Context: an optimization exercise on an open-source flow, tuned for small area and a short achievable clock period. The choices shown serve that exercise and are no tape-out recipe.
Only simulation tests tie the RTL to the original design; equivalence was not proved.
Power and IR drop assume default switching activity.

--- flow/design.v ---
module hbm_pair_enc (
  input  wire [73:0] x,
  output wire [6:0]  hs,
  output wire        px,
  output wire        pe           
);
  function automatic [6:0] info_pos(input integer j);
    integer p, cnt;
    begin
      info_pos = 7'd0;
      cnt = 0;
      for (p = 3; p <= 91; p = p + 1) begin
        if ((p & (p - 1)) != 0) begin
          if (cnt == j) info_pos = p[6:0];
          cnt = cnt + 1;
        end
      end
    end
  endfunction
  function automatic [73:0] col_mask(input integer b);
    integer j;
    reg [6:0] p;
    begin
      col_mask = 74'd0;
      for (j = 0; j < 74; j = j + 1) begin
        p = info_pos(j);
        col_mask[j] = (p[2:0] == b);
      end
    end
  endfunction
  function automatic [73:0] row_mask(input integer a);
    integer j;
    reg [6:0] p;
    begin
      row_mask = 74'd0;
      for (j = 0; j < 74; j = j + 1) begin
        p = info_pos(j);
        row_mask[j] = (p[6:3] == a);
      end
    end
  endfunction
  wire [7:0]  col;
  wire [10:0] row;
  genvar k;
  generate
    for (k = 0; k < 8; k = k + 1) begin : g_col
      localparam [73:0] CM = col_mask(k);
      assign col[k] = ^(x & CM);
    end
    for (k = 0; k < 11; k = k + 1) begin : g_row
      localparam [73:0] RM = row_mask(k);
      assign row[k] = ^(x & RM);
    end
  endgenerate
  assign hs[0] = col[1] ^ col[3] ^ col[5] ^ col[7];
  assign hs[1] = col[2] ^ col[3] ^ col[6] ^ col[7];
  assign hs[2] = col[4] ^ col[5] ^ col[6] ^ col[7];
  assign hs[3] = row[1] ^ row[3] ^ row[5] ^ row[7] ^ row[9];
  assign hs[4] = row[2] ^ row[3] ^ row[6] ^ row[7] ^ row[10];
  assign hs[5] = row[4] ^ row[5] ^ row[6] ^ row[7];
  assign hs[6] = row[8] ^ row[9] ^ row[10];
  assign px    = ^col;
  assign pe    = col[0] ^ col[3] ^ col[5] ^ col[6]
               ^ row[1] ^ row[2] ^ row[4] ^ row[7] ^ row[8];
endmodule
module hbm_fold_enc (
  input  wire [9:0] f,
  output wire [6:0] hs,
  output wire       px,
  output wire       pe
);
  assign hs[0] = f[1] ^ f[3] ^ f[5] ^ f[7] ^ f[9];
  assign hs[1] = f[0] ^ f[1] ^ f[4] ^ f[5] ^ f[8] ^ f[9];
  assign hs[2] = f[2] ^ f[3] ^ f[4] ^ f[5];
  assign hs[3] = f[6] ^ f[7] ^ f[8] ^ f[9];
  assign hs[4] = ^f;
  assign hs[5] = 1'b0;
  assign hs[6] = ^f;
  assign px    = ^f;
  assign pe    = f[1] ^ f[3] ^ f[4] ^ f[7] ^ f[8];
endmodule
module hbm_addr_enc (
  input  wire [32:0] l,
  output wire [6:0]  hs,
  output wire        pe
);
  function automatic [32:0] lmask(input [9:0] fm);
    integer i;
    begin
      for (i = 0; i < 33; i = i + 1) lmask[i] = fm[i % 10];
    end
  endfunction
  assign hs[0] = ^(l & lmask(10'b1010101010));
  assign hs[1] = ^(l & lmask(10'b1100110011));
  assign hs[2] = ^(l & lmask(10'b0000111100));
  assign hs[3] = ^(l & lmask(10'b1111000000));
  assign hs[4] = ^l;
  assign hs[5] = 1'b0;
  assign hs[6] = ^l;
  assign pe    = ^(l & lmask(10'b0110011010));
endmodule
module hbm_pair_dec (
  input  wire [6:0]  hs,          
  input  wire        px,          
  input  wire [6:0]  fhs,         
  input  wire        fpx,         
  input  wire [7:0]  stored,      
  input  wire [1:0]  pois,        
  input  wire [1:0]  wr,          
  output wire [6:0]  s,           
  output wire        en,          
  output wire [1:0]  cpois,       
  output wire        p,           
  output wire        unc,         
  output wire        afault       
);
  assign s = hs ^ fhs ^ stored[6:0];
  assign p = px ^ fpx ^ (^stored);
  wire zero   = (s == 7'd0);
  wire big    = s[6] & (s[5] | (s[4] & s[3] & s[2]));                     
  wire foldp  = s[6] & !s[5] & s[4] & (s[3] ? !s[2] : (s[1] | s[2]));     
  assign unc    = p ? big : !zero;
  assign afault = p & foldp;
  wire pow2  = (s[6:0] & (s[6:0] - 7'd1)) == 7'd0;
  wire data  = !pow2 && (s <= 7'd79);
  wire word1 = (s >= 7'd43);
  assign en = data && (word1 ? !wr[1] : !wr[0]);
  assign cpois[0] = pois[0] ^ (s == 7'd80);
  assign cpois[1] = pois[1] ^ (s == 7'd81);
endmodule
module hbm_line_codec (
  input  wire         clk,
  input  wire         rst,            
  input  wire         in_valid,
  input  wire         in_write,       
  input  wire [5:0]   in_mask,        
  input  wire [32:0]  in_addr,        
  input  wire [255:0] in_line,        
  input  wire [215:0] in_wdata,       
  output reg          out_valid,
  output reg  [1:0]   out_class,      
  output wire         out_status,     
  output wire [5:0]   out_word_err,   
  output wire [215:0] out_data,       
  output reg          out_wb,         
  output wire [255:0] out_line        
);
  function automatic [6:0] info_pos(input integer j);
    integer p, cnt;
    begin
      info_pos = 7'd0;
      cnt = 0;
      for (p = 3; p <= 91; p = p + 1) begin
        if ((p & (p - 1)) != 0) begin
          if (cnt == j) info_pos = p[6:0];
          cnt = cnt + 1;
        end
      end
    end
  endfunction
  wire [9:0] fold  = in_addr[9:0] ^ in_addr[19:10] ^ in_addr[29:20] ^ {7'd0, in_addr[32:30]};
  wire [9:0] fdiff = fold ^ in_line[255:246];
  wire [4:0] a1, a2;
  genvar i, j;
  generate
    for (i = 0; i < 5; i = i + 1) begin : g_fd
      assign a1[i] = fdiff[2*i] | fdiff[2*i + 1];
      assign a2[i] = fdiff[2*i] & fdiff[2*i + 1];
    end
  endgenerate
  wire b1 = a1[0] | a1[1];
  wire b2 = a2[0] | a2[1] | (a1[0] & a1[1]);
  wire c1 = a1[2] | a1[3] | a1[4];
  wire c2 = a2[2] | a2[3] | a2[4] | (a1[2] & a1[3]) | (a1[4] & (a1[2] | a1[3]));
  wire fd2 = b2 | c2 | (b1 & c1);
  wire fd1 = (b1 | c1) & !fd2;
  wire [6:0] fhs;
  wire       fpe;
  hbm_addr_enc u_aenc (.l(in_addr), .hs(fhs), .pe(fpe));
  wire       fpx = fhs[4];    
  wire       wr [0:5];
  generate
    for (i = 0; i < 6; i = i + 1) begin : g_wr
      assign wr[i] = in_write & in_mask[i];
    end
  endgenerate
  wire [6:0] syn [0:2];
  wire [2:0] en;
  wire [5:0] cpois;
  wire [2:0] pp, unc, afault;
  generate
    for (i = 0; i < 3; i = i + 1) begin : g_dec
      wire [6:0] hs;
      wire       px, pe;
      hbm_pair_enc u_enc (
        .x  ({in_line[216 + 10*i + 9 : 216 + 10*i + 8], in_line[72*i + 71 : 72*i]}),
        .hs (hs),
        .px (px),
        .pe (pe)
      );
      hbm_pair_dec u_dec (
        .hs     (hs),
        .px     (px),
        .fhs    (fhs),
        .fpx    (fpx),
        .stored (in_line[216 + 10*i + 7 : 216 + 10*i]),
        .pois   (in_line[216 + 10*i + 9 : 216 + 10*i + 8]),
        .wr     ({wr[2*i + 1], wr[2*i]}),
        .s      (syn[i]),
        .en     (en[i]),
        .cpois  (cpois[2*i + 1 : 2*i]),
        .p      (pp[i]),
        .unc    (unc[i]),
        .afault (afault[i])
      );
    end
  endgenerate
  wire any_addr   = (|afault) | fd2;
  wire any_uncorr = |unc;
  wire any_corr   = (|pp) | fd1;
  wire full_write = in_write & (&in_mask);
  wire [215:0] new_data;
  wire [7:0]   chk [0:2];
  generate
    for (i = 0; i < 6; i = i + 1) begin : g_mrg
      assign new_data[36*i +: 36] = wr[i] ? in_wdata[36*i +: 36] : in_line[36*i +: 36];
    end
    for (i = 0; i < 3; i = i + 1) begin : g_chk
      wire [6:0] hs;
      wire       px, pe;
      hbm_pair_enc u_enc (
        .x  ({2'b00, new_data[72*i + 71 : 72*i]}),
        .hs (hs),
        .px (px),
        .pe (pe)
      );
      assign chk[i] = {pe ^ fpe, hs ^ fhs};
    end
  endgenerate
  reg [215:0] r_ndata;    
  wire [215:0] r_data = ~r_ndata;
  reg [9:0]   r_fold;
  reg [7:0]   r_chk [0:2];
  reg [6:0]   r_syn [0:2];
  reg [2:0]   r_en;
  reg [5:0]   r_cpois;    
  reg [5:0]   r_nwr;      
  reg         r_addr, r_unc, r_corr, r_full, r_write;
  integer w;
  always @(posedge clk) begin
    if (rst) out_valid <= 1'b0;
    else     out_valid <= in_valid;
    r_ndata   <= ~new_data;
    r_fold    <= fold;
    r_chk[0]  <= chk[0];
    r_chk[1]  <= chk[1];
    r_chk[2]  <= chk[2];
    r_syn[0]  <= syn[0];
    r_syn[1]  <= syn[1];
    r_syn[2]  <= syn[2];
    r_en      <= en;
    for (w = 0; w < 6; w = w + 1) begin
      r_cpois[w] <= !wr[w] & cpois[w];
      r_nwr[w]   <= !wr[w];
    end
    r_addr    <= any_addr;
    r_unc     <= any_uncorr;
    r_corr    <= any_corr;
    r_full    <= full_write;
    r_write   <= in_write;
  end
  wire bad = r_addr | r_unc;
  always @* begin
    if (r_full)      out_class = 2'd0;    
    else if (r_addr) out_class = 2'd3;
    else if (r_unc)  out_class = 2'd2;
    else if (r_corr) out_class = 2'd1;
    else             out_class = 2'd0;
    out_wb = r_write | (out_class == 2'd1);
  end
  wire [5:0] pois = r_cpois | ({6{bad}} & r_nwr);
  wire [215:0] data;
  wire [7:0]   check [0:2];
  generate
    for (i = 0; i < 3; i = i + 1) begin : g_fix
      wire [6:0] s = r_syn[i];
      wire       e = r_en[i] & !bad;
      wire [7:0]  lo;
      wire [15:0] hi;
      for (j = 0; j < 8; j = j + 1) begin : g_lo
        assign lo[j] = e & (s[2:0] == j);
      end
      for (j = 0; j < 16; j = j + 1) begin : g_hi
        assign hi[j] = (s[6:3] == j);
      end
      for (j = 0; j < 72; j = j + 1) begin : g_bit
        localparam [6:0] POS = info_pos(j);
        assign data[72*i + j] = r_data[72*i + j] ^ (lo[POS[2:0]] & hi[POS[6:3]]);
      end
      wire p0 = pois[2*i];
      wire p1 = pois[2*i + 1];
      wire seven = e & !(^s);
      assign check[i][6:0] = r_chk[i][6:0] ^ (s & {7{e}})
                           ^ {p0 ^ p1, 1'b0, p0 ^ p1, 3'b000, p1};
      assign check[i][7]   = r_chk[i][7] ^ seven ^ p0;
    end
  endgenerate
  assign out_line = {r_fold,
                     pois[5:4], check[2],
                     pois[3:2], check[1],
                     pois[1:0], check[0],
                     data};
  assign out_data     = data;
  assign out_word_err = pois;
  assign out_status   = out_class[1];
endmodule
--- flow/flow/run.sh ---
#!/bin/bash
# Layout flow: the standard flow, with the smallest buffer on the ports.
# Each ORFS step writes its full log under orfs/logs/; make's own output goes
# to standard.log.
set -euo pipefail
bash standard.sh BUFFER_PORTS_ARGS="-buffer_cell sky130_fd_sc_hd__buf_1" finish > standard.log 2>&1
--- flow/standard.sh ---
#!/bin/bash
# synth_recipe.tcl (not shown) runs the flow's synth.tcl, then flattens the netlist and writes it again
# the make line also repeats each setting of config.mk as NAME=value (left out here)
make -C /OpenROAD-flow-scripts/flow DESIGN_CONFIG=/design/flow/config.mk WORK_HOME=/design/flow/orfs CLKGATE_MAP_FILE= SYNTH_SCRIPT=/design/flow/synth_recipe.tcl "${@:-finish}"
--- flow/config.mk ---
export PLATFORM = sky130hd
export DESIGN_NAME = hbm_line_codec
export DESIGN_NICKNAME = hbm_line_codec
export VERILOG_FILES = /design/flow/design.v
export SDC_FILE = /design/flow/constraint.sdc
export NUM_CORES = 4
export LEC_CHECK = 0
export CAP_MARGIN = 20
export CORE_AREA = 4 4 346 346
export DIE_AREA = 0 0 350 350
export PLACE_DENSITY = 0.35
export SETUP_SLACK_MARGIN = 5
export SLEW_MARGIN = 20
--- flow/constraint.sdc ---
create_clock -name core_clock -period 10.0 [get_ports {clk}]
set_input_delay 2.0000 -clock core_clock [delete_from_list [all_inputs] [get_ports {clk}]]
set_output_delay 2.0000 -clock core_clock [all_outputs]
set_load 0.01 [all_outputs]
==> results of run 1 <==
-- per-stage QoR --
step,cells,utilization (%)
6_report,4894,25.8
5_1_grt,4888,25.8
4_1_cts,4884,25.6
3_5_place_dp,4790,24.1
3_3_place_gp,4789,24.1
2_1_floorplan,2531,-
-- state kept, by name, summed over array words and instances, names as in the netlist --
register   cells
r_chk         24
r_ndata      216
r_write        1
r_en           3
r_addr         1
r_cpois        6
r_nwr          6
out_valid      1
r_fold        10
r_corr         1
r_full         1
r_unc          1
r_syn         21
-- power groups by stage --
stage / clock [mW] / sequential [mW] / combinational (mW)
floorplan: 0 / 1.54 / 4.06
global placement: 0 / 1.61 / 5.83
detailed placement: 0 / 1.61 / 5.81
CTS: 1.68 / 1.59 / 6.00
global route: 1.73 / 1.62 / 6.41
finish: 1.63 / 1.59 / 5.94
-- Yosys cell counts, drive strengths merged (2+ instances only) --
cell,count,area (sq um)
inv,29,109
dfxtp,292,5850
a211oi,4,30.0
o211ai,2,15.0
nor3,24,125
ha,12,150
nand2b,12,75.1
nand4,3,18.8
a211o,2,17.5
and2,16,103
xor3,3,71.3
nand3,7,35.0
and3,15,93.8
nor2,31,116
or2,6,37.5
a21oi,27,135
maj3,3,30.0
nor2b,4,25.0
nand2,263,987
o21ai,8,40.0
mux2i,218,2180
buf,236,1750
xor2,311,2760
nor4,4,31.3
xnor3,47,1070
a21o,3,22.5
clkbuf,50,188
or3,4,25.0
xnor2,878,7790
nand3b,3,22.5
-- layer usage --
layer  up-vias  part of all wire (%)
li1       9362                     -
met1      9294                    43
met2       756                    49
met3       127                   5.7
met4         2                   2.5
met5         -                0.0099
-- logic make-up (layout without fill, tap and decap cells) --
logic type	Yosys count	after routing	share of synthesized area [%]
XOR/XNOR	1239	1239	48.7
AO/OA/AOI/OAI	58	58	1.51
adder cells (fa/ha/maj)	15	15	0.750
multiplexers	219	219	9.13
AND/OR/NAND/NOR	393	394	7.09
buffers and inverters	315	1146	8.50
flip-flops	292	292	24.3
other	0	7	0
-- worst max-delay path, delay by kind of cell --
| family | cells | cell delay (ns) |
|---|---|---|
| xor gates and xnor gates | 6 | 1.48 |
| buffers and inverters | 2 | 0.90 |
| muxes | 1 | 0.75 |
| and+or+nand+nor | 1 | 0.21 |
-- worst max path at each step --
stage                     from            end  slack (ns)  cells past startpoint
floorplan           in_addr[5]          r_unc        5.03                     10
global placement    in_addr[9]          r_unc        3.94                     10
detailed placement  in_addr[8]          r_unc        3.85                     10
CTS                      r_unc  out_line[220]        4.88                      5
global route            r_addr   out_line[42]        4.98                      7
finish                in_write    r_chk[0][7]        5.04                     10
-- layout make-up --
class	instances	area (sq um)	share of cell area, %
inverters	29	109	0.363
clock buffers	61	1240	4.15
clock inverters	20	231	0.771
multi-input cells	1925	16600	55.2
diodes	7	17.5	0.0584
flip-flops and latches	292	5850	19.5
repair buffers	1036	4100	13.7
well taps	1524	1910	6.35
-- what timing repair did --
| action | CTS | global route |
|---|---|---|
| endpoints found under the setup margin | 463 | 101 |
| pin swaps | 4 | 6 |
| gates resized for setup | 51 | 33 |
| setup buffers | 13 | 2 |
| gates cloned | 0 | 1 |
==> reports/results.ini, run 1 <==
[outcome]
status = finished clean

[cells_and_area]
synthToLayoutAreaGrowth_pct = 25.0
nets = 3855
fillCellCount = 12900
drive_gt1_share_pct = 6.54
final_cell_mix = buf_1 (996), xnor2_1 (861), dfxtp_1 (292)
final_area_sq_um = 30000
final_common_cell = buf_1

[global_routing]
use_met1_pct = 25.4
grtUsageMet3_pct = 3.93
grt_remaining_overflow = 0
grt_max_degree = 40
grt_use_total_pct = 20.4
antenna_found_initial = 14
busiest_layer = met2
grt_pass1_vias = 20300
use_met2_pct = 36.1
grt_pass1_wl_um = 171000

[clocking]
cts-root-buf = clkbuf_16
cts_tree = yes
cts_hold_buf = 0
cts_sinks = 292
h-tree-depth = 2
numCtsBuffers = 44
clockBufferDepth = 3
clk_pin_slew_ns = 0.06

[timing]
finalMaxSlewViolations = 0
setup_viol = 0
finalCritPeriodShare_pct = 49.6
layout_min_cycle_time_ns = 4.96
worst_pin_slew_ns = 0.968
layout_setup_ws_ns = 5.04
rsz0062_at_grt = yes
whs_ns = 1.56
final_hold_viol_count = 0
clock.fmax_mhz = 201
setup-tns-final_ns = 0
slew_headroom_pct = 35.0

[floorplanning]
io_pins = 998
fp-row-count = 125
fp.dieH_um = 350
floorplan.initialDensity_pct = 20.7
dieArea_sq_um = 123000
fp.dieW_um = 350
core-area_sq_um = 116000

[synthesis]
yosys_warnings = 5
synth-edff-count = 0
synth_cell_types = 53
ys_seq_area_share_pct = 24.3
synth_seq_cells = 292
synth_ff_type = dfxtp_1
synth_nets = 3058
syn_area_sq_um = 24000
synth_area_per_cell_sq_um = 9.49
syn_inst = 2531
synth-async-reset-ratio_pct = 0

[worst_setup_path]
path_common_cell = xnor2_1
worstPathMaxFanout = 36
cp-end-kind = register
start_kind = primary input
cpPeakStageDelay_ns = 0.75
crit_arrival_ns = 5.44
crit_type = primary input to register
critPathRequiredTime_ns = 10.48
slowest_stage = mux2i_1
cp_cell_sequence = clkbuf_2 > nand2_2 > buf_4 > mux2i_1 > xnor2_1 > xnor2_1 > xnor2_1 > xnor2_1 > xnor2_1 > xnor2_1

[power]
total_power_mw = 9.16
p_int_mw = 4.89
p_leak_nw = 10.8
p_comb_share_pct = 64.8
clkPwrFrac_pct = 17.8
p_sw_share_pct = 46.6
peakVddDrop_v = 0.000216
p_per_area_nw_per_um2 = 305
power.switching_mw = 4.27
sequentialPowerShare_pct = 17.4

[min_path]
whs_path_depth = 2
hold_start = rst
holdCritPathClass = primary input to register
min_to = out_valid

[routing]
drc = 0
dr.first_iter.drc_count = 927
ant_nets = 0
finalWirelength_um = 132000
drt-pass1-iter-count = 4
wl_per_cell_um = 27.0
dr_total_vias = 19500
vias_per_cell = 3.99

[run]
maxCapViolCount = 0

[place]
place.gp.congestion = 0.858
placed_cell_area_sq_um = 28000
hpwlAfterDp_um = 113000
io_buffers = 997
place_ws_ns = 3.85

==> run 2, diff against run 1 <==
--- a/flow/config.mk
+++ b/flow/config.mk
@@ -8,6 +8,5 @@
 export CAP_MARGIN = 20
 export CORE_AREA = 4 4 346 346
 export DIE_AREA = 0 0 350 350
-export PLACE_DENSITY = 0.35
 export SETUP_SLACK_MARGIN = 5
 export SLEW_MARGIN = 20
==> run 2 against run 1 <==
Critical path type unchanged. Synthesized cell count unchanged. Final cell count down 0.29%. Largest power group unchanged. Core utilization fell by 0.19 points. Final area down 0.73%. Critical endpoint is now r_chk[1][7]. Sequential share of layout area grew 0.14 points. First-iteration DRC count rose by 88%. Clock power shrank 7%. Sequential cell count stayed put. Combinational power is 2% lower. Routed wire length up 0.44%. Area after synthesis is the same. Still clean on timing, DRC and antenna.
==> reports/results.ini, run 2 <==
[cells_and_area]
largest_registers = r_ndata x216, r_chk x24, r_syn x21  ; unchanged
final_cell_mix = buf_1 (994), xnor2_1 (864), dfxtp_1 (292)  ; was buf_1 (996), xnor2_1 (861), dfxtp_1 (292)
largest_reg_flops = 216  ; unchanged
top_register = r_ndata  ; unchanged
drive_gt1_share_pct = 6.21  ; was 6.54%
final_common_cell = buf_1  ; unchanged
nets = 3848  ; was 3855
synthToLayoutAreaGrowth_pct = 24.1  ; was 25.0%

[worst_setup_path]
critPathRequiredTime_ns = 10.54  ; was 10.48 ns
start_kind = primary input  ; unchanged
cp-end-kind = register  ; unchanged
path_common_cell = xnor2_1  ; unchanged
cp_cell_sequence = clkbuf_2 > buf_4 > nand2_2 > buf_4 > mux2i_1 > xnor2_1 > xnor2_1 > xnor2_1 > xnor2_1 > xnor2_1 > xnor2_1 > xnor2_1  ; was clkbuf_2 > nand2_2 > buf_4 > mux2i_1 > xnor2_1 > xnor2_1 > xnor2_1 > xnor2_1 > xnor2_1 > xnor2_1
crit_arrival_ns = 5.53  ; was 5.44 ns
slowest_stage = mux2i_1  ; unchanged
worstPathMaxFanout = 38  ; was 36
cpLargestDelayFamily = XOR/XNOR gates  ; unchanged
crit_type = primary input to register  ; unchanged
cpPeakStageDelay_ns = 0.78  ; was 0.75 ns
worst-path-buf-inv = 3  ; was 2

[floorplanning]
fp.dieH_um = 350  ; unchanged
fp-row-count = 125  ; unchanged
floorplan.initialDensity_pct = 20.7  ; unchanged
fp.dieW_um = 350  ; unchanged
core-area_sq_um = 116000  ; unchanged
dieArea_sq_um = 123000  ; unchanged
io_pins = 998  ; unchanged

[synthesis]
synth_nets = 3058  ; unchanged
synth_common_cells = xnor2_1 (869), xor2_1 (309), dfxtp_1 (292), nand2_1 (263), buf_4 (229)  ; unchanged
synth_seq_cells = 292  ; unchanged
synth-async-reset-ratio_pct = 0  ; unchanged
synth.most_common_cell = xnor2_1  ; unchanged
syn_area_sq_um = 24000  ; unchanged
ys_seq_area_share_pct = 24.3  ; unchanged
synth.top_cell.area_share_pct = 31.7  ; unchanged
synth_area_per_cell_sq_um = 9.49  ; unchanged
ys_top_cells_by_area = xnor2_1 (32%), dfxtp_1 (24%), xor2_1 (11%)  ; unchanged
synth-edff-count = 0  ; unchanged
syn_inst = 2531  ; unchanged
yosys_warnings = 5  ; unchanged
synth_ff_type = dfxtp_1  ; unchanged
synth_cell_types = 53  ; unchanged
synth_top_cell_by_area = xnor2_1  ; unchanged

[timing]
finalCritPeriodShare_pct = 49.9  ; was 49.6%
worst_pin_slew_ns = 1.14  ; was 0.968 ns
finalMaxSlewViolations = 0  ; unchanged
clock.fmax_mhz = 200  ; was 201 MHz
final_hold_viol_count = 0  ; unchanged
setup-tns-final_ns = 0  ; unchanged
layout_min_cycle_time_ns = 4.99  ; was 4.96 ns
slew_headroom_pct = 23.5  ; was 35.0%
rsz0062_at_grt = yes  ; unchanged
setup_viol = 0  ; unchanged
layout_setup_ws_ns = 5.01  ; was 5.04 ns

[routing]
vias_per_cell = 4.25  ; was 3.99
ant_nets = 0  ; unchanged
dr_total_vias = 20700  ; was 19500
finalWirelength_um = 132000  ; about the same
wl_per_cell_um = 27.1  ; was 27.0 um
drc = 0  ; unchanged
dr.first_iter.drc_count = 1743  ; was 927
drt-pass1-iter-count = 5  ; was 4

[clocking]
cts_tree = yes  ; unchanged
cts_hold_buf = 0  ; unchanged
cts-root-buf = clkbuf_16  ; unchanged
h-tree-depth = 2  ; unchanged
cts_sinks = 292  ; unchanged
clk_pin_slew_ns = 0.06  ; about the same
numCtsBuffers = 42  ; was 44
clockBufferDepth = 3  ; unchanged

[outcome]
status = finished clean  ; unchanged

[global_routing]
grt_pass1_wl_um = 172000  ; was 171000 um
grt_max_degree = 40  ; unchanged
grt_remaining_overflow = 0  ; unchanged
grt_use_total_pct = 20.5  ; was 20.4%
grt_pass1_vias = 20300  ; about the same
antenna_found_initial = 27  ; was 14

[power]
p_leak_nw = 10.7  ; was 10.8 nW
peakVddDrop_v = 0.000186  ; was 0.000216 V
p_per_area_nw_per_um2 = 300  ; was 305 nW/um^2

[place]
hpwlAfterDp_um = 114000  ; was 113000 um
place.gp.congestion = 0.954  ; was 0.858
io_buffers = 997  ; unchanged
place_ws_ns = 3.94  ; was 3.85 ns

[min_path]
holdCritPathClass = primary input to register  ; unchanged

[run]
maxCapViolCount = 0  ; unchanged

-- run 2: layer usage --
layer | part of all wire, % | wire, um | global-route usage (%) | vias to the layer above
li1 | - | - | - | 9342
met5 | 0.094 | 124 | 0 | -
met1 | 44 | 58300 | 27.7 | 10200
met4 | 2.0 | 2590 | 4.26 | 20
met3 | 7.2 | 9590 | 4.15 | 143
met2 | 47 | 61900 | 33.8 | 980
-- run 2: cell type report --
type                    instances  area [sq um]
inverters                      29           109
repair buffers               1032          4050
flip-flops and latches        292          5850
well taps                    1524          1910
multi-input cells            1924         16500
clock buffers                  53          1150
fillers                     12700         86400
clock inverters                21           215
diodes                          5          12.5
-- run 2: what timing repair did --
| item | 4_1_cts | 5_1_grt |
|---|---|---|
| setup buffers | 16 | 1 |
| gates resized for setup | 42 | 36 |
| setup endpoints to repair | 447 | 128 |
| pin swaps | 4 | 1 |
-- run 2: cells by family after synthesis --
kind of cell | Yosys count | share of synthesized area, %
adders and majority gates | 15 | 0.750
and+or+nand+nor | 393 | 7.09
AOI/OAI and AO/OA | 58 | 1.51
xor gates and xnor gates | 1239 | 48.7
DFF | 292 | 24.3
buffers and inverters | 315 | 8.50
muxes | 219 | 9.13
-- run 2: stage by stage --
stage               utilization [%]  power, mW  instances  hold slack (ns)  cell area, sq um
floorplan                         -       5.60       2531             2.03             24000
global placement               24.0       7.28       4784             2.16             27900
detailed placement             24.0       7.32       4784             2.16             27900
CTS                            25.5       9.03       4874             1.50             29600
global route                   25.6       9.52       4876             1.54             29800
finish                         25.6       8.94       4880             1.56             29800
-- run 2: path summary, 6_finish.rpt --
kind,startpoint,to,slack [ns],depth (start not counted)
hold / removal,rst,out_valid,1.56,2
setup / recovery,in_write,r_chk[1][7],5.01,12
-- run 2: report_power, final --
| group | switching [mW] | internal, mW | leakage (nW) |
|---|---|---|---|
| combinational | 3.38 | 2.46 | 7.62 |
| clock | 0.659 | 0.856 | 0.658 |
| sequential | 0.161 | 1.43 | 2.46 |
| total | 4.20 | 4.74 | 10.7 |
==> run 3, diff against run 2 <==
==> flow/flow/run.sh (replaced) <==
#!/bin/bash
# Layout flow: the standard flow, with the smallest buffer on the ports
# and timing repair aimed at a setup slack of 6.5 ns.
# Each ORFS step writes its full log under orfs/logs/; make's own output goes
# to standard.log.
set -euo pipefail
bash standard.sh BUFFER_PORTS_ARGS="-buffer_cell sky130_fd_sc_hd__buf_1" \
  SETUP_SLACK_MARGIN=6.5 finish > standard.log 2>&1
==> run 3 against run 2 <==
Via count up 13%. Total power rose by 46%. Synthesized cell count stayed put. Fmax rose by 8.4%. Routed wire length increased by 14%. Area after synthesis unchanged. Largest power group unchanged.
==> reports/results.ini, run 3 <==
[power]
p_sw_share_pct = 44.1  ; was 47.0%
sequentialPowerShare_pct = 13.4  ; was 17.8%
p_int_mw = 7.27  ; was 4.74 mW
p_per_area_nw_per_um2 = 275  ; was 300 nW/um^2
peakVddDrop_v = 0.000339  ; was 0.000186 V
p_leak_nw = 19.2  ; was 10.7 nW
clkPwrFrac_pct = 11.9  ; was 16.9%
p_comb_share_pct = 74.7  ; was 65.3%
power.switching_mw = 5.75  ; was 4.20 mW

[routing]
finalWirelength_um = 152000  ; was 132000 um
vias_per_cell = 4.39  ; was 4.25
ant_nets = 0  ; unchanged
drc = 0  ; unchanged
dr_total_vias = 23400  ; was 20700
drt-pass1-iter-count = 8  ; was 5
dr.first_iter.drc_count = 1602  ; was 1743
wl_per_cell_um = 28.5  ; was 27.1 um

[timing]
rsz0062_at_grt = yes  ; unchanged
slew_headroom_pct = 37.0  ; was 23.5%
worst_pin_slew_ns = 0.937  ; was 1.14 ns
setup-tns-final_ns = 0  ; unchanged
final_hold_viol_count = 0  ; unchanged
whs_ns = 1.60  ; was 1.56 ns
layout_min_cycle_time_ns = 4.61  ; was 4.99 ns
clock.fmax_mhz = 217  ; was 200 MHz
setup_viol = 0  ; unchanged
finalMaxSlewViolations = 0  ; unchanged
finalCritPeriodShare_pct = 46.1  ; was 49.9%

[global_routing]
grt_pass1_vias = 23300  ; was 20300
grt_max_degree = 16  ; was 40
grt_pass1_wl_um = 193000  ; was 172000 um
grt_use_total_pct = 22.9  ; was 20.5%
antenna_found_initial = 9  ; was 27
grt_remaining_overflow = 0  ; unchanged

[cells_and_area]
nets = 4285  ; was 3848
final_common_cell = xnor2_1  ; was buf_1
drive_gt1_share_pct = 55.6  ; was 6.21%
largest_reg_flops = 216  ; unchanged
fin_util_pct = 40.7  ; was 25.6%
largest_registers = r_ndata x216, r_chk x24, r_syn x21  ; unchanged
top_register = r_ndata  ; unchanged
synthToLayoutAreaGrowth_pct = 96.8  ; was 24.1%
final_cell_mix = xnor2_1 (607), buf_1 (510), buf_6 (319)  ; was buf_1 (994), xnor2_1 (864), dfxtp_1 (292)

[clocking]
cts_hold_buf = 0  ; unchanged
cts-root-buf = clkbuf_16  ; unchanged
cts_tree = yes  ; unchanged
numCtsBuffers = 41  ; was 42
clockBufferDepth = 3  ; unchanged
h-tree-depth = 2  ; unchanged
cts_sinks = 292  ; unchanged
clk_pin_slew_ns = 0.06  ; about the same

[synthesis]
syn_inst = 2531  ; unchanged
synth_area_per_cell_sq_um = 9.49  ; unchanged
synth_top_cell_by_area = xnor2_1  ; unchanged
syn_area_sq_um = 24000  ; unchanged
synth_ff_type = dfxtp_1  ; unchanged
synth_common_cells = xnor2_1 (869), xor2_1 (309), dfxtp_1 (292), nand2_1 (263), buf_4 (229)  ; unchanged
ys_seq_area_share_pct = 24.3  ; unchanged
yosys_warnings = 5  ; unchanged
synth.top_cell.area_share_pct = 31.7  ; unchanged
synth_cell_types = 53  ; unchanged
synth.most_common_cell = xnor2_1  ; unchanged
ys_top_cells_by_area = xnor2_1 (32%), dfxtp_1 (24%), xor2_1 (11%)  ; unchanged
synth-edff-count = 0  ; unchanged
synth-async-reset-ratio_pct = 0  ; unchanged
synth_nets = 3058  ; unchanged
synth_seq_cells = 292  ; unchanged

[worst_setup_path]
cp-end-kind = output pin  ; was register
crit_arrival_ns = 2.61  ; was 5.53 ns
crit_type = register to output pin  ; was primary input to register
critPathRequiredTime_ns = 8.00  ; was 10.54 ns
start_kind = register  ; was primary input
worstPathMaxFanout = 8  ; was 38

[place]
hpwlAfterDp_um = 115000  ; was 114000 um
place.gp.congestion = 0.960  ; was 0.954
io_buffers = 997  ; unchanged

[floorplanning]
core-area_sq_um = 116000  ; unchanged
io_pins = 998  ; unchanged
floorplan.initialDensity_pct = 20.7  ; unchanged
fp-row-count = 125  ; unchanged
dieArea_sq_um = 123000  ; unchanged
fp.dieW_um = 350  ; unchanged
fp.dieH_um = 350  ; unchanged

[min_path]
holdCritPathClass = primary input to register  ; unchanged

[outcome]
status = finished clean  ; unchanged

[run]
maxCapViolCount = 0  ; unchanged

[run 3: per-layer routing]
metal | global-route usage, % | share of wire, % | vias to the layer above | wire length (um)
met5 | 0 | 0.0059 | - | 9
met4 | 6.50 | 3.7 | 2 | 5600
met3 | 4.89 | 7.3 | 248 | 11000
met2 | 39.6 | 49 | 1199 | 74800
met1 | 28.6 | 40 | 11800 | 60100
li1 | - | - | 10200 | -
[run 3: kinds of logic (layout without fill, tap and decap cells)]
logic type	Yosys count	in the layout	synth area share, %
fa+ha+maj	15	15	0.750
compound gates	58	58	1.51
mux	219	219	9.13
xor+xnor	1239	1239	48.7
flops	292	292	24.3
other cells	0	8	0
buf+inv	315	1549	8.50
simple gates	393	414	7.09
[run 3: final cells by class]
cell class	instances	area [sq um]
clock inverter	15	204
multi-input combinational	1945	26800
sequential	292	5870
fill	10600	68900
timing repair buffer	1449	11200
antenna	8	20.0
tap	1524	1910
inverter	29	114
clock buffer	56	1160
[run 3: worst max-delay path, cell delays in order (launching register included)]
cell	delay [ns]
dfxtp_2	0.38
nand2b_2	0.28
nor2_4	0.60
nand2_1	0.25
xor2_4	0.28
buf_4	0.20
[run 3: timing repair]
| item | in CTS | in global routing |
|---|---|---|
| cloned | 28 | 3 |
| endpoints found under the setup margin | 527 | 526 |
| setup buffers | 276 | 159 |
| gates resized for setup | 1362 | 770 |
| pin swaps | 291 | 352 |
[run 3: power by group through the flow]
stage	clock [mW]	combinational [mW]	sequential, mW
after global routing	1.63	10.2	1.76
after detailed placement	0	6.20	1.69
after floorplan	0	4.53	1.58
after global placement	0	6.17	1.68
final	1.55	9.72	1.74
after CTS	1.58	8.13	1.71
[run 3: path summary, 6_finish.rpt]
kind	start	endpoint	slack, ns	cells after the start
max	r_syn[0][5]	out_line[67]	5.39	5
min	rst	out_valid	1.60	2
[run 3: stage by stage]
step | std cells | worst slack [ns] | total power, mW | cell area (sq um)
CTS | 5148 | 5.35 | 11.4 | 41900
finish | 5318 | 5.39 | 13.0 | 47300
global placement | 4773 | 3.90 | 7.86 | 31100
floorplan | 2531 | 5.21 | 6.11 | 28000
global route | 5312 | 5.29 | 13.6 | 47300
detailed placement | 4773 | 3.95 | 7.88 | 31100
==> run 4, diff against run 3 <==
==> flow/flow/run.sh (replaced) <==
#!/bin/bash
# Layout flow: the standard flow, with the smallest buffer on the ports
# and the pins one routing track apart.
# Each ORFS step writes its full log under orfs/logs/; make's own output goes
# to standard.log.
set -euo pipefail
bash standard.sh BUFFER_PORTS_ARGS="-buffer_cell sky130_fd_sc_hd__buf_1" \
  PLACE_PINS_ARGS="-min_distance 1 -min_distance_in_tracks" finish > standard.log 2>&1
--- a/flow/config.mk
+++ b/flow/config.mk
@@ -6,7 +6,7 @@
 export NUM_CORES = 4
 export LEC_CHECK = 0
 export CAP_MARGIN = 20
-export CORE_AREA = 4 4 346 346
-export DIE_AREA = 0 0 350 350
+export CORE_AREA = 4 4 246 246
+export DIE_AREA = 0 0 250 250
 export SETUP_SLACK_MARGIN = 5
 export SLEW_MARGIN = 20
==> run 4 against run 3 <==
Still clean. Critical path depth increased by 1. Sequential share of layout area increased by 8.2 points. Fmax decreased by 5.9%. Routed wire length decreased by 37%. Clock power decreased by 14%. Combinational power decreased by 44%. Worst setup slack got worse by 0.29 ns. Core utilization increased by 8.3 points. Via count decreased by 14%. Non-clock buffer count decreased by 429. Largest power group unchanged. Highest routed layer unchanged.
==> reports/results.ini, run 4 <==
[outcome]
status = finished clean  ; unchanged

[cells_and_area]
drive_gt1_share_pct = 4.21  ; was 55.6%
final_cell_mix = buf_1 (996), xnor2_1 (867), xor2_1 (304)  ; was xnor2_1 (607), buf_1 (510), buf_6 (319)
final_area_sq_um = 28300  ; was 47300 sq um
final_common_cell = buf_1  ; was xnor2_1
top_register = r_ndata  ; unchanged
largest_registers = r_ndata x216, r_chk x24, r_syn x21  ; unchanged
synthToLayoutAreaGrowth_pct = 17.9  ; was 96.8%
nets = 3830  ; was 4285
largest_reg_flops = 216  ; unchanged
post_layout_nonfiller_instances = 4115  ; was 5318
ff_latch_area_sq_um = 5850  ; was 5870 sq um
fillCellCount = 5731  ; was 10600
multi_input_comb_area_sq_um = 16200  ; was 26800 sq um

[power]
peakVddDrop_v = 0.000216  ; was 0.000339 V
p_per_area_nw_per_um2 = 294  ; was 275 nW/um^2
p_leak_nw = 10.5  ; was 19.2 nW

[global_routing]
grt_pass1_vias = 20000  ; was 23300
grt_use_total_pct = 28.8  ; was 22.9%
antenna_found_initial = 25  ; was 9
grt_remaining_overflow = 0  ; unchanged
grt_max_degree = 40  ; was 16
grt_pass1_wl_um = 134000  ; was 193000 um

[place]
io_buffers = 997  ; unchanged
place_ws_ns = 4.44  ; was 3.95 ns
placed_cell_area_sq_um = 26900  ; was 31100 sq um
place.gp.congestion = 1.04  ; was 0.960
hpwlAfterDp_um = 81500  ; was 115000 um
placedCellCount = 4019  ; was 4773

[synthesis]
synth_nets = 3058  ; unchanged
synth-edff-count = 0  ; unchanged
synth-async-reset-ratio_pct = 0  ; unchanged
synth_area_per_cell_sq_um = 9.49  ; unchanged
ys_top_cells_by_area = xnor2_1 (32%), dfxtp_1 (24%), xor2_1 (11%)  ; unchanged
syn_area_sq_um = 24000  ; unchanged
synth.top_cell.area_share_pct = 31.7  ; unchanged
ys_seq_area_share_pct = 24.3  ; unchanged
synth_cell_types = 53  ; unchanged
syn_inst = 2531  ; unchanged
synth_ff_type = dfxtp_1  ; unchanged
synth_top_cell_by_area = xnor2_1  ; unchanged
synth_common_cells = xnor2_1 (869), xor2_1 (309), dfxtp_1 (292), nand2_1 (263), buf_4 (229)  ; unchanged
synth.most_common_cell = xnor2_1  ; unchanged
yosys_warnings = 5  ; unchanged
synth_seq_cells = 292  ; unchanged

[routing]
ant_nets = 0  ; unchanged
drc = 0  ; unchanged
finalWirelength_um = 95900  ; was 152000 um
dr.first_iter.drc_count = 1406  ; was 1602
wl_per_cell_um = 23.3  ; was 28.5 um
drt-pass1-iter-count = 5  ; was 8
dr_total_vias = 20200  ; was 23400
vias_per_cell = 4.90  ; was 4.39

[run]
maxCapViolCount = 0  ; unchanged

[floorplanning]
dieArea_sq_um = 62500  ; was 123000 sq um
fp.dieW_um = 250  ; was 350 um
fp-row-count = 88  ; was 125
io_pins = 998  ; unchanged
core-area_sq_um = 57800  ; was 116000 sq um
fp.dieH_um = 250  ; was 350 um
floorplan.initialDensity_pct = 41.6  ; was 20.7%

[timing]
final_hold_viol_count = 0  ; unchanged
finalMaxSlewViolations = 0  ; unchanged
rsz0062_at_grt = yes  ; unchanged
clock.fmax_mhz = 204  ; was 217 MHz
slew_headroom_pct = 31.5  ; was 37.0%
setup_viol = 0  ; unchanged
layout_setup_ws_ns = 5.10  ; was 5.39 ns
layout_min_cycle_time_ns = 4.90  ; was 4.61 ns
finalCritPeriodShare_pct = 49.0  ; was 46.1%
setup-tns-final_ns = 0  ; unchanged
worst_pin_slew_ns = 1.02  ; was 0.937 ns
whs_ns = 1.61  ; was 1.60 ns

[worst_setup_path]
critPathRequiredTime_ns = 8.00  ; about the same
cp-end-kind = output pin  ; unchanged
start_kind = register  ; unchanged
crit_type = register to output pin  ; unchanged
worstPathMaxFanout = 13  ; was 8
crit_arrival_ns = 2.90  ; was 2.61 ns

[min_path]
holdCritPathClass = primary input to register  ; unchanged
whs_path_depth = 2  ; unchanged

[clocking]
numCtsBuffers = 36  ; was 41
cts_hold_buf = 0  ; unchanged
cts-root-buf = clkbuf_16  ; unchanged
h-tree-depth = 2  ; unchanged
cts_tree = yes  ; unchanged
clk_pin_slew_ns = 0.06  ; about the same
clockBufferDepth = 3  ; unchanged
cts_sinks = 292  ; unchanged

[run 4: cell count changes in the layout (fill, tap and decap cells not counted), moves of 103 or more]
cell and delta:
buf_1 +486, buf_12 -103, buf_2 -215, buf_4 -208, buf_6 -318, mux2i_1 +199
mux2i_4 -178, nand2_1 +201, nand2_4 -132, xnor2_1 +260, xnor2_2 -236, xor2_1 +240
xor2_4 -138
[run 4: power breakdown]
group / total, mW / switching, mW / internal, mW
Clock: 1.33 / 0.542 / 0.787
Combinational: 5.42 / 3.01 / 2.41
Sequential: 1.58 / 0.151 / 1.43
[run 4: cells by family (layout without fill, tap and decap cells)]
kind of cell	after synthesis	after routing	share of synthesized area (%)
compound gates	58	58	1.51
xor+xnor	1239	1239	48.7
fa+ha+maj	15	15	0.750
buf+inv	315	1111	8.50
flops	292	292	24.3
mux	219	219	9.13
other cells	0	23	0
simple gates	393	393	7.09
[run 4: worst max-delay path, cell delays in order, from the launching register on]
cell	delay, ns
dfxtp_1	0.32
nor2_2	0.24
and2_2	0.34
and3_1	0.63
nand2_1	0.15
xor2_1	0.44
buf_1	0.21
[run 4: layout make-up]
type,count,area share (%)
Multi-Input combinational cell,1924,57.4
Sequential cell,292,20.7
Timing Repair Buffer,1020,13.8
Clock buffer,47,3.54
Tap cell,765,3.38
Clock inverter,15,0.619
Inverter,29,0.385
Antenna cell,23,0.203
[run 4: stage by stage]
| stage | power (mW) | utilization [%] |
|---|---|---|
| floorplan | 5.60 | - |
| global placement | 6.85 | 46.5 |
| detailed placement | 6.88 | 46.5 |
| CTS | 8.24 | 48.6 |
| global route | 8.82 | 49.0 |
| finish | 8.33 | 49.0 |
[run 4: layer usage]
layer | part of all wire, % | wire length [um] | vias to the layer above | GRT usage (%)
met1 | 41 | 39400 | 9395 | 37.0
li1 | - | - | 9345 | -
met3 | 8.6 | 8280 | 237 | 6.11
met2 | 45 | 42900 | 1178 | 46.0
met5 | 0.043 | 41 | - | 0
met4 | 5.6 | 5330 | 6 | 14.1
[run 4: repair_timing]
action	in CTS	in global routing
cloned	0	0
pin swaps	0	1
buffers inserted	0	10
gates resized for setup	13	15
setup endpoints to repair	194	137
endpoints found under the hold margin	0	0
[run 4: worst paths after layout]
kind / from / endpoint / slack (ns)
worst min-delay path: rst / out_valid / 1.61
worst max-delay path: r_unc / out_line[3] / 5.10
==> run 5, diff against run 4 <==
--- a/flow/config.mk
+++ b/flow/config.mk
@@ -6,7 +6,8 @@
 export NUM_CORES = 4
 export LEC_CHECK = 0
 export CAP_MARGIN = 20
-export CORE_AREA = 4 4 246 246
-export DIE_AREA = 0 0 250 250
+export CORE_AREA = 4 4 216 216
+export DIE_AREA = 0 0 220 220
+export PLACE_DENSITY = 0.7
 export SETUP_SLACK_MARGIN = 5
 export SLEW_MARGIN = 20
==> run 5 against run 4 <==
Worst setup slack worse by 0.066 ns. Global-route usage up 11 points. Routed wire length up 5.5%. Sequential cell count unchanged. Clock-buffer cell count down 3. Clock power up 9%. Via count up 5.8%. Sequential share of layout area about the same. Combinational power up 2%. Largest cell class unchanged.
==> reports/results.ini, run 5 <==
[power]
power.switching_mw = 3.84  ; was 3.70 mW
p_comb_share_pct = 64.5  ; was 65.1%
p_leak_nw = 10.6  ; was 10.5 nW
peakVddDrop_v = 0.000241  ; was 0.000216 V
sequentialPowerShare_pct = 18.6  ; was 19.0%
p_per_area_nw_per_um2 = 305  ; was 294 nW/um^2
p_sw_share_pct = 44.7  ; was 44.5%
clkPwrFrac_pct = 16.9  ; was 16.0%
p_int_mw = 4.76  ; was 4.62 mW

[timing]
clock.fmax_mhz = 202  ; was 204 MHz
setup-tns-final_ns = 0  ; unchanged
rsz0062_at_grt = no  ; was yes
worst_pin_slew_ns = 1.15  ; was 1.02 ns
final_hold_viol_count = 0  ; unchanged
finalCritPeriodShare_pct = 49.6  ; was 49.0%
slew_headroom_pct = 23.4  ; was 31.5%
setup_viol = 0  ; unchanged
layout_min_cycle_time_ns = 4.96  ; was 4.90 ns
finalMaxSlewViolations = 0  ; unchanged

[worst_setup_path]
start_kind = register  ; unchanged
worstPathMaxFanout = 13  ; unchanged
startpoint = r_unc  ; unchanged
crit_arrival_ns = 2.96  ; was 2.90 ns
cp-end-kind = output pin  ; unchanged
critPathRequiredTime_ns = 8.00  ; about the same
crit_type = register to output pin  ; unchanged

[cells_and_area]
multi_input_comb_area_sq_um = 16300  ; was 16200 sq um
post_layout_nonfiller_instances = 3943  ; was 4115
fin_util_pct = 63.8  ; was 49.0%
fillCellCount = 3912  ; was 5731
ff_latch_area_sq_um = 5850  ; unchanged
final_cell_mix = buf_1 (996), xnor2_1 (867), xor2_1 (307)  ; was buf_1 (996), xnor2_1 (867), xor2_1 (304)
top_register = r_ndata  ; unchanged
final_common_cell = buf_1  ; unchanged
synthToLayoutAreaGrowth_pct = 17.7  ; was 17.9%
final_area_sq_um = 28300  ; about the same
largest_reg_flops = 216  ; unchanged
nets = 3832  ; was 3830
drive_gt1_share_pct = 4.59  ; was 4.21%
largest_registers = r_ndata x216, r_chk x24, r_syn x21  ; unchanged

[routing]
drc = 0  ; unchanged
dr.first_iter.drc_count = 1758  ; was 1406
drt-pass1-iter-count = 7  ; was 5
wl_per_cell_um = 25.7  ; was 23.3 um
finalWirelength_um = 101000  ; was 95900 um
ant_nets = 0  ; unchanged
vias_per_cell = 5.41  ; was 4.90
dr_total_vias = 21300  ; was 20200

[run]
maxCapViolCount = 0  ; unchanged

[synthesis]
synth-edff-count = 0  ; unchanged
syn_inst = 2531  ; unchanged
yosys_warnings = 5  ; unchanged
synth_top_cell_by_area = xnor2_1  ; unchanged
synth_nets = 3058  ; unchanged
synth.top_cell.area_share_pct = 31.7  ; unchanged
synth_ff_type = dfxtp_1  ; unchanged
ys_seq_area_share_pct = 24.3  ; unchanged
synth_cell_types = 53  ; unchanged
synth.most_common_cell = xnor2_1  ; unchanged
synth_common_cells = xnor2_1 (869), xor2_1 (309), dfxtp_1 (292), nand2_1 (263), buf_4 (229)  ; unchanged
syn_area_sq_um = 24000  ; unchanged
synth-async-reset-ratio_pct = 0  ; unchanged
ys_top_cells_by_area = xnor2_1 (32%), dfxtp_1 (24%), xor2_1 (11%)  ; unchanged
synth_seq_cells = 292  ; unchanged
synth_area_per_cell_sq_um = 9.49  ; unchanged

[place]
io_buffers = 997  ; unchanged
place.gp.congestion = 1.09  ; was 1.04
placed_cell_area_sq_um = 26700  ; was 26900 sq um
hpwlAfterDp_um = 85200  ; was 81500 um
placedCellCount = 3846  ; was 4019

[clocking]
clockBufferDepth = 3  ; unchanged
cts-root-buf = clkbuf_16  ; unchanged
numCtsBuffers = 35  ; was 36
cts_sinks = 292  ; unchanged
h-tree-depth = 2  ; unchanged
cts_hold_buf = 0  ; unchanged
clk_pin_slew_ns = 0.06  ; about the same
cts_tree = yes  ; unchanged

[global_routing]
grt_max_degree = 40  ; unchanged
busiest_layer = met2  ; unchanged
grtUsageMet3_pct = 6.07  ; was 6.11%
use_met1_pct = 47.5  ; was 37.0%
antenna_found_initial = 19  ; was 25
grt_use_total_pct = 39.4  ; was 28.8%
grt_remaining_overflow = 0  ; unchanged
use_met2_pct = 64.0  ; was 46.0%
grt_pass1_vias = 21200  ; was 20000
grt_pass1_wl_um = 139000  ; was 134000 um

[min_path]
holdCritPathClass = primary input to register  ; unchanged
whs_path_depth = 2  ; unchanged
hold_start = rst  ; unchanged
min_to = out_valid  ; unchanged

[floorplanning]
fp.dieW_um = 220  ; was 250 um
core-area_sq_um = 44300  ; was 57800 sq um
fp-row-count = 77  ; was 88
dieArea_sq_um = 48400  ; was 62500 sq um
floorplan.initialDensity_pct = 54.2  ; was 41.6%
io_pins = 998  ; unchanged
fp.dieH_um = 220  ; was 250 um

[outcome]
status = finished clean  ; unchanged

## run 5: worst max-delay path, stage by stage, from the launching register on
cell	delay [ns]
dfxtp_1	0.33
nor2_2	0.25
and2_2	0.35
nor2b_1	0.28
and2_2	0.39
nand2_1	0.11
xor2_1	0.49
buf_1	0.21
## run 5: cells by family (layout without fill, tap and decap cells)
kind of cell               count (synthesis)  after routing  share of synthesized area (%)
xor gates and xnor gates                1239           1239                           48.7
and+or+nand+nor                          393            393                           7.09
buffers and inverters                    315           1115                           8.50
DFF                                      292            292                           24.3
muxes                                    219            219                           9.13
AOI/OAI and AO/OA                         58             58                           1.51
adders and majority gates                 15             15                          0.750
other                                      0             20                              0
## run 5: layout make-up
type | count | area share [%]
repair buffers | 1023 | 14.0
diodes | 20 | 0.177
clock inverters | 19 | 1.04
inverters | 29 | 0.385
flip-flops and latches | 292 | 20.7
well taps | 592 | 2.62
multi-input cells | 1924 | 57.6
clock buffers | 44 | 3.55
## run 5: through the flow
| step | worst slack [ns] | power, mW | hold slack, ns |
|---|---|---|---|
| 2_1_floorplan | 5.03 | 5.60 | 2.03 |
| 3_3_place_gp | 4.39 | 6.78 | 2.16 |
| 3_5_place_dp | 4.34 | 6.90 | 2.16 |
| 4_1_cts | 5.00 | 8.39 | 1.58 |
| 5_1_grt | 5.01 | 9.03 | 1.62 |
| 6_report | 5.04 | 8.61 | 1.60 |
## run 5: how the worst max path moves through the flow
stage | cells after the start | end | slack, ns
after floorplan | 10 | r_unc | 5.03
after global placement | 10 | r_unc | 4.39
after detailed placement | 10 | r_unc | 4.34
after CTS | 11 | r_unc | 5.00
after global routing | 7 | out_line[21] | 5.01
final | 7 | out_line[138] | 5.04
## run 5: routing by layer
layer	vias up	wire [um]
met3	427	8850
li1	9352	-
met1	10000	37200
met5	-	0
met2	1541	46400
met4	0	8640
## run 5: power by group through the flow
stage	registers (mW)	clock network, mW	logic, mW
2_1_floorplan	1.54	0	4.06
3_3_place_gp	1.61	0	5.18
3_5_place_dp	1.62	0	5.28
4_1_cts	1.59	1.47	5.33
5_1_grt	1.62	1.51	5.90
6_report	1.60	1.45	5.55
## run 5: repair_timing
action / CTS / global route
endpoints found under the setup margin: 204 / 209
resized for setup: 13 / 19
buffers inserted: 3 / 10
pin swaps: 1 / 2
==> run 6, diff against run 5 <==
--- a/flow/flow/run.sh
+++ b/flow/flow/run.sh
@@ -5,4 +5,4 @@
 # to standard.log.
 set -euo pipefail
 bash standard.sh BUFFER_PORTS_ARGS="-buffer_cell sky130_fd_sc_hd__buf_1" \
-  PLACE_PINS_ARGS="-min_distance 1 -min_distance_in_tracks" finish > standard.log 2>&1
+  SETUP_SLACK_MARGIN=5.6 PLACE_PINS_ARGS="-min_distance 1 -min_distance_in_tracks" finish > standard.log 2>&1
--- a/flow/config.mk
+++ b/flow/config.mk
@@ -6,8 +6,7 @@
 export NUM_CORES = 4
 export LEC_CHECK = 0
 export CAP_MARGIN = 20
-export CORE_AREA = 4 4 216 216
-export DIE_AREA = 0 0 220 220
-export PLACE_DENSITY = 0.7
+export CORE_AREA = 4 4 246 246
+export DIE_AREA = 0 0 250 250
 export SETUP_SLACK_MARGIN = 5
 export SLEW_MARGIN = 20
==> run 6 against run 5 <==
Critical path type is now primary input to register. Largest power group unchanged. First-iteration DRC count fell by 11%. Critical endpoint is now r_cpois[3]. Sequential power hardly changed. Still clean. Highest routed layer is now met5. Non-clock buffer count grew 54. Core utilization decreased by 11 points.
==> reports/results.ini, run 6 <==
[synthesis]
synth_area_per_cell_sq_um = 9.49  ; unchanged
synth-edff-count = 0  ; unchanged
synth_common_cells = xnor2_1 (869), xor2_1 (309), dfxtp_1 (292), nand2_1 (263), buf_4 (229)  ; unchanged
synth_top_cell_by_area = xnor2_1  ; unchanged
yosys_warnings = 5  ; unchanged
synth_seq_cells = 292  ; unchanged
synth_cell_types = 53  ; unchanged
synth_nets = 3058  ; unchanged
synth-async-reset-ratio_pct = 0  ; unchanged
synth.most_common_cell = xnor2_1  ; unchanged
syn_inst = 2531  ; unchanged
synth.top_cell.area_share_pct = 31.7  ; unchanged
synth_ff_type = dfxtp_1  ; unchanged
ys_seq_area_share_pct = 24.3  ; unchanged
syn_area_sq_um = 24000  ; unchanged
ys_top_cells_by_area = xnor2_1 (32%), dfxtp_1 (24%), xor2_1 (11%)  ; unchanged

[min_path]
hold_start = rst  ; unchanged
whs_path_depth = 2  ; unchanged
holdCritPathClass = primary input to register  ; unchanged
min_to = out_valid  ; unchanged

[clocking]
cts_sinks = 292  ; unchanged
cts-root-buf = clkbuf_16  ; unchanged
h-tree-depth = 2  ; unchanged
clockBufferDepth = 3  ; unchanged
clk_pin_slew_ns = 0.06  ; about the same
numCtsBuffers = 37  ; was 35
cts_tree = yes  ; unchanged
cts_hold_buf = 0  ; unchanged

[floorplanning]
io_pins = 998  ; unchanged
dieArea_sq_um = 62500  ; was 48400 sq um
core-area_sq_um = 57800  ; was 44300 sq um
fp.dieW_um = 250  ; was 220 um
floorplan.initialDensity_pct = 41.6  ; was 54.2%
fp-row-count = 88  ; was 77
fp.dieH_um = 250  ; was 220 um

[timing]
finalCritPeriodShare_pct = 45.4  ; was 49.6%
whs_ns = 1.61  ; was 1.60 ns
finalMaxSlewViolations = 0  ; unchanged
layout_min_cycle_time_ns = 4.54  ; was 4.96 ns
setup-tns-final_ns = 0  ; unchanged
slew_headroom_pct = 46.5  ; was 23.4%
setup_viol = 0  ; unchanged
clock.fmax_mhz = 220  ; was 202 MHz
final_hold_viol_count = 0  ; unchanged
worst_pin_slew_ns = 0.780  ; was 1.15 ns
rsz0062_at_grt = yes  ; was no

[routing]
drc = 0  ; unchanged
vias_per_cell = 4.93  ; was 5.41
drt-pass1-iter-count = 7  ; unchanged
wl_per_cell_um = 23.4  ; was 25.7 um
dr.first_iter.drc_count = 1556  ; was 1758
finalWirelength_um = 97500  ; was 101000 um
ant_nets = 0  ; unchanged
dr_total_vias = 20500  ; was 21300

[power]
p_per_area_nw_per_um2 = 312  ; was 305 nW/um^2
p_leak_nw = 11.4  ; was 10.6 nW
total_power_mw = 9.52  ; was 8.61 mW
peakVddDrop_v = 0.000281  ; was 0.000241 V

[cells_and_area]
top_register = r_ndata  ; unchanged
largest_reg_flops = 216  ; unchanged
final_cell_mix = buf_1 (960), xnor2_1 (834), dfxtp_1 (282)  ; was buf_1 (996), xnor2_1 (867), xor2_1 (307)
final_common_cell = buf_1  ; unchanged
drive_gt1_share_pct = 13.5  ; was 4.59%
synthToLayoutAreaGrowth_pct = 27.1  ; was 17.7%
largest_registers = r_ndata x216, r_chk x24, r_syn x21  ; unchanged
nets = 3894  ; was 3832
fin_util_pct = 52.8  ; was 63.8%

[worst_setup_path]
cpPeakStageDelay_ns = 0.57  ; was 0.49 ns
startpoint = in_line[105]  ; was r_unc
path_common_cell = xnor2_1  ; was and2_2
cp-end-kind = register  ; was output pin
slowest_stage = xnor3_2  ; was xor2_1
crit_arrival_ns = 4.97  ; was 2.96 ns
worstPathMaxFanout = 6  ; was 13
cp_cell_sequence = buf_1 > xnor2_1 > xnor2_1 > xnor2_1 > xnor2_2 > xnor3_2 > or3_4 > inv_2 > nand4_1 > xor2_2 > a21oi_1  ; was nor2_2 > and2_2 > nor2b_1 > and2_2 > nand2_1 > xor2_1 > buf_1
critPathRequiredTime_ns = 10.43  ; was 8.00 ns
start_kind = primary input  ; was register
crit_type = primary input to register  ; was register to output pin

[run]
maxCapViolCount = 0  ; unchanged

[global_routing]
antenna_found_initial = 17  ; was 19
grt_max_degree = 40  ; unchanged
grt_use_total_pct = 28.9  ; was 39.4%
grt_pass1_vias = 20500  ; was 21200
grt_remaining_overflow = 0  ; unchanged
grt_pass1_wl_um = 135000  ; was 139000 um

[outcome]
status = finished clean  ; unchanged

[place]
place.gp.congestion = 0.988  ; was 1.09
hpwlAfterDp_um = 79300  ; was 85200 um
io_buffers = 997  ; unchanged

==> run 6: layer usage <==
layer	GRT usage, %	vias to the layer above	wire (um)
li1	-	9408	-
met1	38.0	9613	40000
met2	45.8	1296	43000
met3	7.15	211	9980
met4	11.5	8	4470
met5	0	-	47
==> run 6: area by class of cell <==
class / count / area (sq um)
well taps: 765 / 957
multi-input cells: 1930 / 17800
repair buffers: 1077 / 4540
clock inverters: 7 / 128
flip-flops and latches: 292 / 5860
inverters: 29 / 109
fillers: 5520 / 27300
diodes: 13 / 32.5
clock buffers: 54 / 1110
==> run 6: logic make-up after synthesis <==
family / share of synthesized area, %
buf+inv: 8.50
flops: 24.3
xor+xnor: 48.7
mux: 9.13
simple gates: 7.09
compound gates: 1.51
fa+ha+maj: 0.750
==> run 6: worst max path at each step <==
| stage | to | slack (ns) | cells after the start |
|---|---|---|---|
| 2_1_floorplan | r_unc | 5.21 | 10 |
| 3_3_place_gp | r_cpois[3] | 4.43 | 10 |
| 3_5_place_dp | r_cpois[3] | 4.42 | 10 |
| 4_1_cts | out_line[149] | 5.53 | 5 |
| 5_1_grt | r_cpois[3] | 5.39 | 12 |
| 6_report | r_cpois[3] | 5.46 | 11 |
==> run 6: through the flow <==
stage / setup WS, ns / cell area, sq um / instances
final: 5.46 / 30500 / 4167
after global routing: 5.39 / 30500 / 4167
after CTS: 5.53 / 29200 / 4116
after detailed placement: 4.42 / 27000 / 4021
after global placement: 4.43 / 27000 / 4021
after floorplan: 5.21 / 24100 / 2531
==> run 6: report_power, final <==
part / leakage [nW] / switching, mW / internal, mW
clock network: 0.605 / 0.541 / 0.844
logic: 8.32 / 3.47 / 3.03
registers: 2.46 / 0.198 / 1.43
total: 11.4 / 4.21 / 5.31
==> run 6: worst max-delay path: cells and delay by family <==
family                 cells  cell delay, ns
AND/OR/NAND/NOR            2            0.70
XOR/XNOR                   6            1.82
AO/OA/AOI/OAI              1            0.06
buffers and inverters      2            0.37
==> run 6: what timing repair did <==
| item | CTS | global route |
|---|---|---|
| setup endpoints to repair | 459 | 351 |
| pin swaps | 31 | 56 |
| cloned | 3 | 3 |
| gates resized for setup | 153 | 233 |
| setup buffers | 31 | 35 |
==> run 7, diff against run 6 <==
--- a/flow/flow/run.sh
+++ b/flow/flow/run.sh
@@ -5,4 +5,4 @@
 # to standard.log.
 set -euo pipefail
 bash standard.sh BUFFER_PORTS_ARGS="-buffer_cell sky130_fd_sc_hd__buf_1" \
-  SETUP_SLACK_MARGIN=5.6 PLACE_PINS_ARGS="-min_distance 1 -min_distance_in_tracks" finish > standard.log 2>&1
+  SETUP_SLACK_MARGIN=5.3 PLACE_PINS_ARGS="-min_distance 1 -min_distance_in_tracks" finish > standard.log 2>&1
==> run 7 against run 6 <==
Via count down 1.8%. Critical path depth down 6. Clock-buffer cell count down 1. Still clean. Worst setup slack worse by 0.17 ns. Final cell count down 1.4%. Routed wire length down 2.1%. Hold slack better by 0.019 ns. Fmax down 3.6%. Largest cell class unchanged. Final area down 5.5%. Global-route usage down 0.36 points. Combinational power down 12%.
==> reports/results.ini, run 7 <==
[routing]
vias_per_cell = 4.91  ; was 4.93
ant_nets = 0  ; unchanged
drt-pass1-iter-count = 5  ; was 7
dr.first_iter.drc_count = 1512  ; was 1556
finalWirelength_um = 95400  ; was 97500 um
drc = 0  ; unchanged
wl_per_cell_um = 23.2  ; was 23.4 um
dr_total_vias = 20200  ; was 20500

[synthesis]
synth-edff-count = 0  ; unchanged
synth_area_per_cell_sq_um = 9.49  ; unchanged
syn_inst = 2531  ; unchanged
synth_common_cells = xnor2_1 (869), xor2_1 (309), dfxtp_1 (292), nand2_1 (263), buf_4 (229)  ; unchanged
synth-async-reset-ratio_pct = 0  ; unchanged
synth_seq_cells = 292  ; unchanged
synth.most_common_cell = xnor2_1  ; unchanged
ys_top_cells_by_area = xnor2_1 (32%), dfxtp_1 (24%), xor2_1 (11%)  ; unchanged
synth_nets = 3058  ; unchanged
synth_cell_types = 53  ; unchanged
ys_seq_area_share_pct = 24.3  ; unchanged
synth_ff_type = dfxtp_1  ; unchanged
synth.top_cell.area_share_pct = 31.7  ; unchanged
syn_area_sq_um = 24000  ; unchanged
synth_top_cell_by_area = xnor2_1  ; unchanged
yosys_warnings = 5  ; unchanged

[timing]
setup_viol = 0  ; unchanged
setup-tns-final_ns = 0  ; unchanged
worst_pin_slew_ns = 0.829  ; was 0.780 ns
whs_ns = 1.63  ; was 1.61 ns
rsz0062_at_grt = yes  ; unchanged
layout_setup_ws_ns = 5.29  ; was 5.46 ns
final_hold_viol_count = 0  ; unchanged
clock.fmax_mhz = 212  ; was 220 MHz
finalMaxSlewViolations = 0  ; unchanged
finalCritPeriodShare_pct = 47.1  ; was 45.4%
layout_min_cycle_time_ns = 4.71  ; was 4.54 ns
slew_headroom_pct = 43.2  ; was 46.5%

[run]
maxCapViolCount = 0  ; unchanged

[floorplanning]
core-area_sq_um = 57800  ; unchanged
dieArea_sq_um = 62500  ; unchanged
fp-row-count = 88  ; unchanged
fp.dieH_um = 250  ; unchanged
fp.dieW_um = 250  ; unchanged
floorplan.initialDensity_pct = 41.6  ; unchanged
io_pins = 998  ; unchanged

[cells_and_area]
final_common_cell = buf_1  ; unchanged
largest_registers = r_ndata x216, r_chk x24, r_syn x21  ; unchanged
synthToLayoutAreaGrowth_pct = 20.0  ; was 27.1%
fin_util_pct = 49.9  ; was 52.8%
largest_reg_flops = 216  ; unchanged
drive_gt1_share_pct = 6.26  ; was 13.5%
final_cell_mix = buf_1 (996), xnor2_1 (859), xor2_1 (294)  ; was buf_1 (960), xnor2_1 (834), dfxtp_1 (282)
top_register = r_ndata  ; unchanged
nets = 3842  ; was 3894

[clocking]
cts_sinks = 292  ; unchanged
cts_hold_buf = 0  ; unchanged
cts-root-buf = clkbuf_16  ; unchanged
cts_tree = yes  ; unchanged
h-tree-depth = 2  ; unchanged
clk_pin_slew_ns = 0.06  ; about the same
clockBufferDepth = 3  ; unchanged
numCtsBuffers = 37  ; unchanged

[worst_setup_path]
worstPathMaxFanout = 7  ; was 6
cp-end-kind = output pin  ; was register
start_kind = register  ; was primary input
critPathRequiredTime_ns = 8.00  ; was 10.43 ns
crit_type = register to output pin  ; was primary input to register
crit_arrival_ns = 2.71  ; was 4.97 ns

[place]
io_buffers = 997  ; unchanged
place.gp.congestion = 0.995  ; was 0.988
place_ws_ns = 4.42  ; about the same
hpwlAfterDp_um = 79700  ; was 79300 um

[global_routing]
grt_pass1_vias = 19900  ; was 20500
antenna_found_initial = 6  ; was 17
grt_max_degree = 40  ; unchanged
grt_pass1_wl_um = 134000  ; was 135000 um
grt_use_total_pct = 28.6  ; was 28.9%
grt_remaining_overflow = 0  ; unchanged

[power]
p_leak_nw = 10.7  ; was 11.4 nW
peakVddDrop_v = 0.000252  ; was 0.000281 V
p_per_area_nw_per_um2 = 301  ; was 312 nW/um^2

[min_path]
holdCritPathClass = primary input to register  ; unchanged

[outcome]
status = finished clean  ; unchanged

run 7: cell counts after synthesis:
Identical to the previous run, type by type.
run 7: repair_timing:
item,in CTS,in global routing
endpoints found under the setup margin,453,223
buffers inserted,12,10
resized for setup,51,53
pin swaps,4,7
run 7: cell type report:
cell class	instances	area, sq um
Tap cell	765	957
Sequential cell	292	5850
Fill cell	5688	29000
Timing Repair Buffer	1031	4080
Multi-Input combinational cell	1924	16600
Antenna cell	4	10.0
Clock inverter	11	169
Inverter	29	109
Clock buffer	53	1100
run 7: cell families (layout without fill, tap and decap cells):
family / after synthesis / after routing / share of synthesized area, %
XOR/XNOR: 1239 / 1239 / 48.7
adder cells (fa/ha/maj): 15 / 15 / 0.750
multiplexers: 219 / 219 / 9.13
flip-flops: 292 / 292 / 24.3
AO/OA/AOI/OAI: 58 / 58 / 1.51
AND/OR/NAND/NOR: 393 / 393 / 7.09
other: 0 / 4 / 0
buffers and inverters: 315 / 1124 / 8.50
run 7: stage by stage:
| stage | area [sq um] | power, mW | instances |
|---|---|---|---|
| detailed placement | 26900 | 6.88 | 4019 |
| global route | 28800 | 9.22 | 4109 |
| CTS | 28500 | 8.49 | 4095 |
| global placement | 26900 | 6.85 | 4019 |
| finish | 28800 | 8.69 | 4109 |
| floorplan | 24000 | 5.60 | 2531 |
run 7: where the power goes:
part / leakage [nW] / internal, mW / switching (mW)
clock network: 0.623 / 0.864 / 0.537
registers: 2.46 / 1.43 / 0.166
logic: 7.62 / 2.60 / 3.10
total: 10.7 / 4.89 / 3.80
run 7: routing by layer:
| metal | wire length, um | global-route usage [%] |
|---|---|---|
| met5 | 34 | 0 |
| met4 | 3940 | 10.6 |
| met3 | 9160 | 6.57 |
| met2 | 42100 | 45.0 |
| met1 | 40200 | 38.4 |
run 7: worst max-delay path, cell delays in order (launching register included):
cell	delay [ns]
dfxtp_1	0.51
nand2b_1	0.24
nor3_2	0.62
nand2_1	0.14
xor2_1	0.44
buf_1	0.21
run 7: worst paths after layout:
check	startpoint	cells past startpoint	end	slack [ns]
max	r_syn[1][3]	5	out_data[79]	5.29
min	rst	2	out_valid	1.63

==> separate check: timing with driven ports <==
No port has a modelled driver above. Below, the same layouts with a new extraction and two added sets of constraints. Step 1 assumes that a clkbuf_16 drives the clock port and a buf_2 every other input. Step 2 also shifts input and output timing later by t, the mid clock arrival at the registers, as if the neighbouring blocks saw the same clock. a / b / c = no drivers / after step 1 / after step 2; a / b = the first two.
run	t (ns)	setup WS [ns]	worst setup path after step 2	latest minus earliest clock arrival (ns)
run 1	0.670	5.037 / 5.056 / 4.410	input to register	0.044 / 0.044
run 2	0.671	5.005 / 4.960 / 4.376	input to register	0.030 / 0.030
run 3	0.651	5.393 / 5.323 / 4.794	input to register	0.026 / 0.025
run 4	0.605	5.105 / 5.046 / 4.684	input to register	0.026 / 0.026
run 5	0.594	5.038 / 4.983 / 4.566	input to register	0.028 / 0.028
run 6	0.609	5.462 / 5.484 / 4.875	input to register	0.034 / 0.033
run 7	0.605	5.292 / 5.231 / 4.755	input to register	0.033 / 0.033
After both steps every run listed still meets setup and hold. For run 2, which loses most, drivers alone change the setup slack by -0.045 ns; drivers and shift together by -0.629 ns.
